This design comes from an exercise in tuning for small area, a short achievable clock period and few clock cycles per item on the open sky130 flow, not from production work. At most, simulation tests tie the RTL to the original design; equivalence was not proved.

==> 03-23 <==
==> flow/design.v <==
module cry_sha256 (
    input  wire         clk,
    input  wire         rst,
    input  wire         in_valid,
    output wire         in_ready,
    input  wire         in_first,
    input  wire [31:0]  in_data,
    output wire         out_valid,
    output wire [255:0] digest
);
    localparam [31:0] IV0 = 32'h6a09e667, IV1 = 32'hbb67ae85,
                      IV2 = 32'h3c6ef372, IV3 = 32'ha54ff53a,
                      IV4 = 32'h510e527f, IV5 = 32'h9b05688c,
                      IV6 = 32'h1f83d9ab, IV7 = 32'h5be0cd19;
    reg         act;           
    reg  [5:0]  k;             
    reg         nw;            
    reg         nf;            
    reg         fst;           
    reg         ov;
    reg  [31:0] sr [0:15];     
    reg  [31:0] a, b, c, d, e, f, g;
    reg  [31:0] p;             
    reg  [31:0] h0, h1, h2, h3, h4, h5, h6, h7;    
    reg [31:0] kn;
    always @* begin
        case (k)
            6'd63: kn = 32'h428a2f98;
            6'd0:  kn = 32'h71374491;
            6'd1:  kn = 32'hb5c0fbcf;
            6'd2:  kn = 32'he9b5dba5;
            6'd3:  kn = 32'h3956c25b;
            6'd4:  kn = 32'h59f111f1;
            6'd5:  kn = 32'h923f82a4;
            6'd6:  kn = 32'hab1c5ed5;
            6'd7:  kn = 32'hd807aa98;
            6'd8:  kn = 32'h12835b01;
            6'd9:  kn = 32'h243185be;
            6'd10: kn = 32'h550c7dc3;
            6'd11: kn = 32'h72be5d74;
            6'd12: kn = 32'h80deb1fe;
            6'd13: kn = 32'h9bdc06a7;
            6'd14: kn = 32'hc19bf174;
            6'd15: kn = 32'he49b69c1;
            6'd16: kn = 32'hefbe4786;
            6'd17: kn = 32'h0fc19dc6;
            6'd18: kn = 32'h240ca1cc;
            6'd19: kn = 32'h2de92c6f;
            6'd20: kn = 32'h4a7484aa;
            6'd21: kn = 32'h5cb0a9dc;
            6'd22: kn = 32'h76f988da;
            6'd23: kn = 32'h983e5152;
            6'd24: kn = 32'ha831c66d;
            6'd25: kn = 32'hb00327c8;
            6'd26: kn = 32'hbf597fc7;
            6'd27: kn = 32'hc6e00bf3;
            6'd28: kn = 32'hd5a79147;
            6'd29: kn = 32'h06ca6351;
            6'd30: kn = 32'h14292967;
            6'd31: kn = 32'h27b70a85;
            6'd32: kn = 32'h2e1b2138;
            6'd33: kn = 32'h4d2c6dfc;
            6'd34: kn = 32'h53380d13;
            6'd35: kn = 32'h650a7354;
            6'd36: kn = 32'h766a0abb;
            6'd37: kn = 32'h81c2c92e;
            6'd38: kn = 32'h92722c85;
            6'd39: kn = 32'ha2bfe8a1;
            6'd40: kn = 32'ha81a664b;
            6'd41: kn = 32'hc24b8b70;
            6'd42: kn = 32'hc76c51a3;
            6'd43: kn = 32'hd192e819;
            6'd44: kn = 32'hd6990624;
            6'd45: kn = 32'hf40e3585;
            6'd46: kn = 32'h106aa070;
            6'd47: kn = 32'h19a4c116;
            6'd48: kn = 32'h1e376c08;
            6'd49: kn = 32'h2748774c;
            6'd50: kn = 32'h34b0bcb5;
            6'd51: kn = 32'h391c0cb3;
            6'd52: kn = 32'h4ed8aa4a;
            6'd53: kn = 32'h5b9cca4f;
            6'd54: kn = 32'h682e6ff3;
            6'd55: kn = 32'h748f82ee;
            6'd56: kn = 32'h78a5636f;
            6'd57: kn = 32'h84c87814;
            6'd58: kn = 32'h8cc70208;
            6'd59: kn = 32'h90befffa;
            6'd60: kn = 32'ha4506ceb;
            6'd61: kn = 32'hbef9a3f7;
            default: kn = 32'hc67178f2;
        endcase
    end
    wire k_lo   = (k <= 6'd13);                
    wire k_61   = (k == 6'd61);
    wire k_62   = (k == 6'd62);
    wire k_63   = (k == 6'd63);
    wire k_sch  = (k >= 6'd14) && (k <= 6'd61);   
    wire k_fin  = (k >= 6'd61);                
    assign in_ready  = !act || k_lo || k >= 6'd62;
    assign out_valid = ov;
    assign digest    = {h0, h1, h2, h3, h4, h5, h6, h7};
    wire take = in_valid && in_ready;
    wire go   = act && (!k_lo || in_valid);    
    wire nxt  = take && nw;                    
    wire iv   = nf && nw && k_63;              
    function [63:0] csa;
        input [31:0] x, y, z;
        csa = {x ^ y ^ z, ((x & y) | (x & z) | (y & z)) << 1};
    endfunction
    wire [31:0] s1e = {e[5:0], e[31:6]} ^ {e[10:0], e[31:11]} ^ {e[24:0], e[31:25]};
    wire [31:0] ch  = (e & f) ^ (~e & g);
    wire [31:0] s0a = {a[1:0], a[31:2]} ^ {a[12:0], a[31:13]} ^ {a[21:0], a[31:22]};
    wire [31:0] maj = (a & b) | (a & c) | (b & c);
    wire [31:0] b0  = !k_63 ? 32'd0 : fst ? IV0 : h0;
    wire [31:0] b4  = !k_63 ? 32'd0 : fst ? IV4 : h4;
    wire [63:0] l1a = csa(s1e, ch, p);
    wire [63:0] l1b = csa(s0a, maj, b0);
    wire [63:0] l2a = csa(l1a[63:32], l1a[31:0], l1b[63:32]);
    wire [63:0] l3a = csa(l2a[63:32], l2a[31:0], l1b[31:0]);
    wire [31:0] an  = l3a[63:32] + l3a[31:0];    
    wire [63:0] l2e = csa(l1a[63:32], l1a[31:0], d);
    wire [63:0] l3e = csa(l2e[63:32], l2e[31:0], b4);
    wire [31:0] en  = l3e[63:32] + l3e[31:0];    
    wire [31:0] ba  = fst ? (k_61 ? IV3 : k_62 ? IV2 : IV1) : h3;
    wire [31:0] be  = fst ? (k_61 ? IV7 : k_62 ? IV6 : IV5) : h7;
    wire [31:0] sa  = ba + a;
    wire [31:0] se  = be + e;
    wire [31:0] hn  = iv ? IV7 : !act ? h7 : k_63 ? h6 : g;
    wire [63:0] lp  = csa(hn, kn, sr[15]);
    wire [31:0] pn  = lp[63:32] + lp[31:0];
    wire [31:0] w1  = sr[1];
    wire [31:0] w14 = sr[14];
    wire [31:0] sg0 = {w1[6:0], w1[31:7]} ^ {w1[17:0], w1[31:18]} ^ (w1 >> 3);
    wire [31:0] sg1 = {w14[16:0], w14[31:17]} ^ {w14[18:0], w14[31:19]} ^ (w14 >> 10);
    wire [63:0] lw1 = csa(sg1, sg0, sr[9]);
    wire [63:0] lw2 = csa(lw1[63:32], lw1[31:0], sr[0]);
    wire [31:0] wn  = lw2[63:32] + lw2[31:0];
    wire shift = take || (act && k_sch);
    integer i;
    always @(posedge clk) begin
        if (shift) begin
            for (i = 0; i < 15; i = i + 1)
                sr[i] <= sr[i + 1];
            sr[15] <= take ? in_data : wn;
        end
    end
    always @(posedge clk) begin
        if (iv) begin
            {a, b, c, d, e, f, g} <= {IV0, IV1, IV2, IV3, IV4, IV5, IV6};
        end else if (go) begin
            if (k_63)
                {a, b, c, d, e, f, g} <= {an, sa, h1, h2, en, se, h5};
            else
                {a, b, c, d, e, f, g} <= {an, a, b, c, en, e, f};
        end
        if (go || (!act && nw))
            p <= pn;
    end
    always @(posedge clk) begin
        if (go && k_fin) begin
            {h1, h2, h3} <= {sa, h1, h2};
            {h5, h6, h7} <= {se, h5, h6};
            if (k_63) begin
                h0 <= an;
                h4 <= en;
            end
        end
    end
    always @(posedge clk) begin
        if (rst) begin
            act <= 1'b0;
            k   <= 6'd63;
            nw  <= 1'b0;
            ov  <= 1'b0;
        end else begin
            ov <= go && k_63;
            if (take && !nw)
                nf <= in_first;
            if (!act) begin
                if (take) begin
                    nw <= !nw;
                    if (nw) begin
                        act <= 1'b1;
                        k   <= 6'd0;
                        fst <= nf;
                    end
                end
            end else if (go) begin
                if (k_63) begin
                    if (nxt) begin
                        k   <= 6'd0;
                        fst <= nf;
                        nw  <= 1'b0;
                    end else begin
                        act <= 1'b0;
                        nw  <= nw || take;
                    end
                end else begin
                    k  <= k + 6'd1;
                    if (k_62)
                        nw <= take;
                end
            end
        end
    end
endmodule
==> flow/run.sh <==
#!/bin/bash
# synth_recipe.tcl (not shown) runs the flow's synth.tcl, then flattens the netlist and writes it again
# the make line also repeats each setting of config.mk as NAME=value (left out here)
make -C /OpenROAD-flow-scripts/flow DESIGN_CONFIG=/design/flow/config.mk WORK_HOME=/design/flow/orfs CLKGATE_MAP_FILE= SYNTH_SCRIPT=/design/flow/synth_recipe.tcl finish
==> flow/config.mk <==
export PLATFORM = sky130hd
export DESIGN_NAME = cry_sha256
export DESIGN_NICKNAME = cry_sha256
export VERILOG_FILES = /design/flow/design.v
export SDC_FILE = /design/flow/constraint.sdc
export NUM_CORES = 4
export LEC_CHECK = 0
export CAP_MARGIN = 20
export CORE_MARGIN = 2
export CORE_UTILIZATION = 40
export PLACE_DENSITY = 0.6
export SLEW_MARGIN = 20
==> flow/constraint.sdc <==
create_clock -name core_clock -period 10.0 [get_ports {clk}]
set_input_delay 2.0000 -clock core_clock [delete_from_list [all_inputs] [get_ports {clk}]]
set_output_delay 2.0000 -clock core_clock [all_outputs]
set_load 0.01 [all_outputs]
==> 04-19 (differences from 03-23) <==
--- a/flow/design.v
+++ b/flow/design.v
@@ -18,10 +18,14 @@
     reg         nf;            
     reg         fst;           
     reg         ov;
+    reg  [3:0]  sc;            
+    reg         ok;            
     reg  [31:0] sr [0:15];     
     reg  [31:0] a, b, c, d, e, f, g;
     reg  [31:0] p;             
-    reg  [31:0] h0, h1, h2, h3, h4, h5, h6, h7;    
+    reg  [31:0] ra0, ra1, ra2, ra3, re0, re1, re2, re3;
+    reg  [2:0]  ph;
+    reg         ov1;
     reg [31:0] kn;
     always @* begin
         case (k)
@@ -91,42 +95,84 @@
             default: kn = 32'hc67178f2;
         endcase
     end
-    wire k_lo   = (k <= 6'd13);                
-    wire k_61   = (k == 6'd61);
-    wire k_62   = (k == 6'd62);
-    wire k_63   = (k == 6'd63);
-    wire k_sch  = (k >= 6'd14) && (k <= 6'd61);   
-    wire k_fin  = (k >= 6'd61);                
-    assign in_ready  = !act || k_lo || k >= 6'd62;
+    reg k_lo, k_61, k_62, k_63, k_sch, k_hi;    
+    reg sel_h, sel_iv;         
+    wire al = (sc == 4'd0);                    
+    assign in_ready  = al && (act ? (!ok || k_lo || k_62 || (k_63 && nw)) : (nw || ph == 3'd5));
     assign out_valid = ov;
-    assign digest    = {h0, h1, h2, h3, h4, h5, h6, h7};
+    assign digest    = {ra0, ra1, ra2, ra3, re0, re1, re2, re3};
     wire take = in_valid && in_ready;
-    wire go   = act && (!k_lo || in_valid);    
+    wire go   = act && ok;                     
+    wire stall = al && !in_valid && (act ? (!ok || k_lo || (k_63 && nw)) : nw);
     wire nxt  = take && nw;                    
-    wire iv   = nf && nw && k_63;              
+    wire iv   = nf && nw && k_63 && al;        
+    wire pre  = !act && nw && al;              
+    reg [5:0] kx;                              
+    always @* begin
+        kx = k;
+        if (rst)
+            kx = 6'd63;
+        else if (!act) begin
+            if (take && nw) kx = 6'd0;
+        end else if (go) begin
+            if (k_63) kx = nxt ? 6'd0 : 6'd63;
+            else      kx = k + 6'd1;
+        end
+    end
+    always @(posedge clk) begin
+        k     <= kx;
+        k_lo  <= (kx <= 6'd13);                
+        k_61  <= (kx == 6'd61);
+        k_62  <= (kx == 6'd62);
+        k_63  <= (kx == 6'd63);
+        k_sch <= (kx >= 6'd14) && (kx <= 6'd61);   
+        k_hi  <= (kx >= 6'd62);                
+        sel_h  <= (kx == 6'd63) && !fst;       
+        sel_iv <= (kx == 6'd63) && fst;
+    end
+    wire k_fin = k_61 || k_62 || k_63;         
     function [63:0] csa;
         input [31:0] x, y, z;
         csa = {x ^ y ^ z, ((x & y) | (x & z) | (y & z)) << 1};
+    endfunction
+    function [31:0] add;
+        input [31:0] x, y;
+        reg [31:0] gg, pp, g2, p2;
+        integer s, j;
+        begin
+            gg = x & y;
+            pp = x ^ y;
+            g2 = gg;
+            p2 = pp;
+            for (s = 1; s < 32; s = s * 2) begin
+                for (j = 31; j >= s; j = j - 1) begin
+                    g2[j] = g2[j] | (p2[j] & g2[j - s]);
+                    p2[j] = p2[j] & p2[j - s];
+                end
+            end
+            add = pp ^ {g2[30:0], 1'b0};
+        end
     endfunction
     wire [31:0] s1e = {e[5:0], e[31:6]} ^ {e[10:0], e[31:11]} ^ {e[24:0], e[31:25]};
     wire [31:0] ch  = (e & f) ^ (~e & g);
     wire [31:0] s0a = {a[1:0], a[31:2]} ^ {a[12:0], a[31:13]} ^ {a[21:0], a[31:22]};
     wire [31:0] maj = (a & b) | (a & c) | (b & c);
-    wire [31:0] b0  = !k_63 ? 32'd0 : fst ? IV0 : h0;
-    wire [31:0] b4  = !k_63 ? 32'd0 : fst ? IV4 : h4;
+    wire [31:0] b0  = ({32{sel_h}} & ra2) | ({32{sel_iv}} & IV0);
+    wire [31:0] b4  = ({32{sel_h}} & re2) | ({32{sel_iv}} & IV4);
     wire [63:0] l1a = csa(s1e, ch, p);
     wire [63:0] l1b = csa(s0a, maj, b0);
     wire [63:0] l2a = csa(l1a[63:32], l1a[31:0], l1b[63:32]);
     wire [63:0] l3a = csa(l2a[63:32], l2a[31:0], l1b[31:0]);
-    wire [31:0] an  = l3a[63:32] + l3a[31:0];    
+    wire [31:0] an  = add(l3a[63:32], l3a[31:0]);    
     wire [63:0] l2e = csa(l1a[63:32], l1a[31:0], d);
     wire [63:0] l3e = csa(l2e[63:32], l2e[31:0], b4);
-    wire [31:0] en  = l3e[63:32] + l3e[31:0];    
-    wire [31:0] ba  = fst ? (k_61 ? IV3 : k_62 ? IV2 : IV1) : h3;
-    wire [31:0] be  = fst ? (k_61 ? IV7 : k_62 ? IV6 : IV5) : h7;
-    wire [31:0] sa  = ba + a;
-    wire [31:0] se  = be + e;
-    wire [31:0] hn  = iv ? IV7 : !act ? h7 : k_63 ? h6 : g;
+    wire [31:0] en  = add(l3e[63:32], l3e[31:0]);    
+    wire        fin = go && k_fin;
+    wire [31:0] ba  = (fin && fst) ? (k_61 ? IV3 : k_62 ? IV2 : IV1) : ra3;
+    wire [31:0] be  = (fin && fst) ? (k_61 ? IV7 : k_62 ? IV6 : IV5) : re3;
+    wire [31:0] sa  = ba + (fin ? a : 32'd0);
+    wire [31:0] se  = be + (fin ? e : 32'd0);
+    wire [31:0] hn  = iv ? IV7 : k_63 ? re1 : g;
     wire [63:0] lp  = csa(hn, kn, sr[15]);
     wire [31:0] pn  = lp[63:32] + lp[31:0];
     wire [31:0] w1  = sr[1];
@@ -136,45 +182,47 @@
     wire [63:0] lw1 = csa(sg1, sg0, sr[9]);
     wire [63:0] lw2 = csa(lw1[63:32], lw1[31:0], sr[0]);
     wire [31:0] wn  = lw2[63:32] + lw2[31:0];
-    wire shift = take || (act && k_sch);
     integer i;
     always @(posedge clk) begin
-        if (shift) begin
-            for (i = 0; i < 15; i = i + 1)
-                sr[i] <= sr[i + 1];
-            sr[15] <= take ? in_data : wn;
-        end
+        for (i = 0; i < 15; i = i + 1)
+            sr[i] <= sr[i + 1];
+        sr[15] <= take ? in_data : (go && k_sch) ? wn : sr[0];
     end
     always @(posedge clk) begin
         if (iv) begin
             {a, b, c, d, e, f, g} <= {IV0, IV1, IV2, IV3, IV4, IV5, IV6};
         end else if (go) begin
             if (k_63)
-                {a, b, c, d, e, f, g} <= {an, sa, h1, h2, en, se, h5};
+                {a, b, c, d, e, f, g} <= {an, sa, ra0, ra1, en, se, re0};
             else
                 {a, b, c, d, e, f, g} <= {an, a, b, c, en, e, f};
-        end
-        if (go || (!act && nw))
-            p <= pn;
-    end
-    always @(posedge clk) begin
-        if (go && k_fin) begin
-            {h1, h2, h3} <= {sa, h1, h2};
-            {h5, h6, h7} <= {se, h5, h6};
-            if (k_63) begin
-                h0 <= an;
-                h4 <= en;
-            end
-        end
+        end else begin
+            {a, b, c, d, e, f, g} <= {p, a, b, c, d, e, f};
+        end
+        p <= (go || pre) ? pn : g;
+    end
+    always @(posedge clk) begin
+        {ra0, ra1, ra2} <= {sa, ra0, ra1};
+        {re0, re1, re2} <= {se, re0, re1};
+        ra3 <= (go && k_63) ? an : ra2;
+        re3 <= (go && k_63) ? en : re2;
     end
     always @(posedge clk) begin
         if (rst) begin
             act <= 1'b0;
-            k   <= 6'd63;
             nw  <= 1'b0;
             ov  <= 1'b0;
+            ov1 <= 1'b0;
+            sc  <= 4'd0;
+            ph  <= 3'd5;                       
+            ok  <= 1'b0;
         end else begin
-            ov <= go && k_63;
+            ok <= !act ? nxt : !ok ? take : k_lo ? take : k_63 ? nxt : 1'b1;
+            ph <= ph + 3'd1;
+            if (!al || stall)
+                sc <= sc + 4'd1;
+            ov1 <= go && k_63;
+            ov  <= ov1;
             if (take && !nw)
                 nf <= in_first;
             if (!act) begin
@@ -182,14 +230,12 @@
                     nw <= !nw;
                     if (nw) begin
                         act <= 1'b1;
-                        k   <= 6'd0;
                         fst <= nf;
                     end
                 end
             end else if (go) begin
                 if (k_63) begin
                     if (nxt) begin
-                        k   <= 6'd0;
                         fst <= nf;
                         nw  <= 1'b0;
                     end else begin
@@ -197,7 +243,6 @@
                         nw  <= nw || take;
                     end
                 end else begin
-                    k  <= k + 6'd1;
                     if (k_62)
                         nw <= take;
                 end
==> flow/flow/run.sh (new file) <==
#!/bin/bash
# The standard layout (ORFS, standard synthesis), except that the port
# buffers are plain sky130_fd_sc_hd__buf_1 cells rather than the delay
# buffers buffer_ports picks by default. make's output goes to
# flow_standard.log; each ORFS step keeps its own log under orfs/logs/.
set -euo pipefail
bash standard.sh "BUFFER_PORTS_ARGS=-buffer_cell sky130_fd_sc_hd__buf_1" finish > flow_standard.log 2>&1
==> flow/standard.sh (new file) <==
#!/bin/bash
# synth_recipe.tcl (not shown) runs the flow's synth.tcl, then flattens the netlist and writes it again
# the make line also repeats each setting of config.mk as NAME=value (left out here)
make -C /OpenROAD-flow-scripts/flow DESIGN_CONFIG=/design/flow/config.mk WORK_HOME=/design/flow/orfs CLKGATE_MAP_FILE= SYNTH_SCRIPT=/design/flow/synth_recipe.tcl "${@:-finish}"
Settings changed: CORE_UTILIZATION 40 to 70, CTS_CLUSTER_DIAMETER set to 70, CTS_CLUSTER_SIZE set to 25, PLACE_DENSITY 0.6 to 0.85, SETUP_SLACK_MARGIN set to 5.
removed: flow/run.sh
==> 11-10 (differences from 03-23) <==
--- a/flow/design.v
+++ b/flow/design.v
@@ -91,19 +91,36 @@
             default: kn = 32'hc67178f2;
         endcase
     end
-    wire k_lo   = (k <= 6'd13);                
-    wire k_61   = (k == 6'd61);
-    wire k_62   = (k == 6'd62);
-    wire k_63   = (k == 6'd63);
-    wire k_sch  = (k >= 6'd14) && (k <= 6'd61);   
-    wire k_fin  = (k >= 6'd61);                
-    assign in_ready  = !act || k_lo || k >= 6'd62;
+    reg k_lo, k_61, k_62, k_63, k_sch, k_hi;    
+    assign in_ready  = !act || k_lo || k_hi;
     assign out_valid = ov;
     assign digest    = {h0, h1, h2, h3, h4, h5, h6, h7};
     wire take = in_valid && in_ready;
     wire go   = act && (!k_lo || in_valid);    
     wire nxt  = take && nw;                    
     wire iv   = nf && nw && k_63;              
+    reg [5:0] kx;                              
+    always @* begin
+        kx = k;
+        if (rst)
+            kx = 6'd63;
+        else if (!act) begin
+            if (take && nw) kx = 6'd0;
+        end else if (go) begin
+            if (k_63) kx = nxt ? 6'd0 : 6'd63;
+            else      kx = k + 6'd1;
+        end
+    end
+    always @(posedge clk) begin
+        k     <= kx;
+        k_lo  <= (kx <= 6'd13);                
+        k_61  <= (kx == 6'd61);
+        k_62  <= (kx == 6'd62);
+        k_63  <= (kx == 6'd63);
+        k_sch <= (kx >= 6'd14) && (kx <= 6'd61);   
+        k_hi  <= (kx >= 6'd62);                
+    end
+    wire k_fin = k_61 || k_62 || k_63;         
     function [63:0] csa;
         input [31:0] x, y, z;
         csa = {x ^ y ^ z, ((x & y) | (x & z) | (y & z)) << 1};
@@ -170,7 +187,6 @@
     always @(posedge clk) begin
         if (rst) begin
             act <= 1'b0;
-            k   <= 6'd63;
             nw  <= 1'b0;
             ov  <= 1'b0;
         end else begin
@@ -182,14 +198,12 @@
                     nw <= !nw;
                     if (nw) begin
                         act <= 1'b1;
-                        k   <= 6'd0;
                         fst <= nf;
                     end
                 end
             end else if (go) begin
                 if (k_63) begin
                     if (nxt) begin
-                        k   <= 6'd0;
                         fst <= nf;
                         nw  <= 1'b0;
                     end else begin
@@ -197,7 +211,6 @@
                         nw  <= nw || take;
                     end
                 end else begin
-                    k  <= k + 6'd1;
                     if (k_62)
                         nw <= take;
                 end
Settings changed: ABC_CLOCK_PERIOD_IN_PS set to 3500, SETUP_SLACK_MARGIN set to 5.
==> impl_metrics.yaml <==
run_status:
  outcome: "finished clean"
hold_path:
  hold_path_end: "sr[12][13]$_DFF_P_"
finish:
  nNonClkBuffers: 403
  drive_above_1_share_pct: 8.900
  mostFrequentLayoutCells: "dfxtp_1 (1007), nand2_1 (644), a21oi_1 (372), inv_1 (346), buf_1 (293)"
  multi_input_gates: 3600
logic_synthesis:
  syn-num-nets: 5822
  synth.ff_latch_count: 1083
(the above is from 04-19)
==> impl_metrics.yaml <==
finish:
  mostFrequentLayoutCells: "edfxtp_1 (802), nand2_1 (710), inv_1 (403), a21oi_1 (401), xnor2_1 (321)"
  drive_above_1_share_pct: 5.911
  buffer_area_share_pct: 5.353
  nNonClkBuffers: 369
grt:
  antenna_found_initial: 4
logic_synthesis:
  synth.ff_latch_count: 1067
  yosysTopAreaCell: "edfxtp_1"
  syn-num-nets: 5905
run_status:
  outcome: "finished clean"
hold_path:
  hold_path_end: "sr[11][15]$_DFFE_PP_"
drt:
  drt_first_pass_iters: 5
(the above is from 03-23)
==> impl_metrics.yaml <==
run_status:
  outcome: "finished clean"
finish:
  mostFrequentLayoutCells: "edfxtp_1 (802), inv_1 (435), nand2_1 (430), nor2_1 (299), xnor2_1 (293)"
  nNonClkBuffers: 447
  multi_input_gates: 3311
  inverters: 448
  drive_above_1_share_pct: 11.94
drt:
  top_layer: "met4"
logic_synthesis:
  synth_cell_types: 85
  syn-num-nets: 5591
grt:
  antenna_found_initial: 4
floorplanning:
  tapcell.inserted: 1903
  initial_core_util_pct: 40.34
hold_path:
  hold_path_end: "sr[10][28]$_DFFE_PP_"
(the above is from 11-10)
Testbench counts of 03-23, summed over its fixed seeds: cycles 81,944, blocks 1,280.
Testbench counts of 04-19, summed over its fixed seeds: cycles 81,952, blocks 1,280.
No functional check of the RTL was part of 11-10.

-- separate check: timing with driven ports --
Ports are ideal in the flow. The routed layouts listed here were re-timed in OpenROAD. Step 1: set_driving_cell puts a clkbuf_16 on clk and a buf_2 on each other input, an assumption about the parent block. Step 2 moves the port delays by t, midway between the first and last clock arrival at a register: inputs arrive t later, outputs are due t later. That takes back most of the time a late clock gives input paths. Three values: ideal, step 1, step 2; two values: the first two.
| run | t (ns) | setup WS [ns] | worst hold slack (ns) | worst setup path after step 2 | worst register clock-pin slew, ns |
|---|---|---|---|---|---|
| 03-23 | 0.823 | 3.006 / 3.006 / 3.006 | 0.404 / 0.404 / 0.404 | register to register | 0.07 / 0.07 |
| 04-19 | 0.768 | 4.731 / 4.731 / 4.356 | 0.292 / 0.292 / 0.292 | input to register | 0.11 / 0.11 |
| 11-10 | 0.833 | 4.776 / 4.776 / 4.470 | 0.410 / 0.410 / 0.410 | input to register | 0.07 / 0.07 |
After both steps every run listed still meets setup and hold. The setup slack of 04-19, which loses most, moves by 0.000 ns with the drivers and by -0.375 ns with both steps.
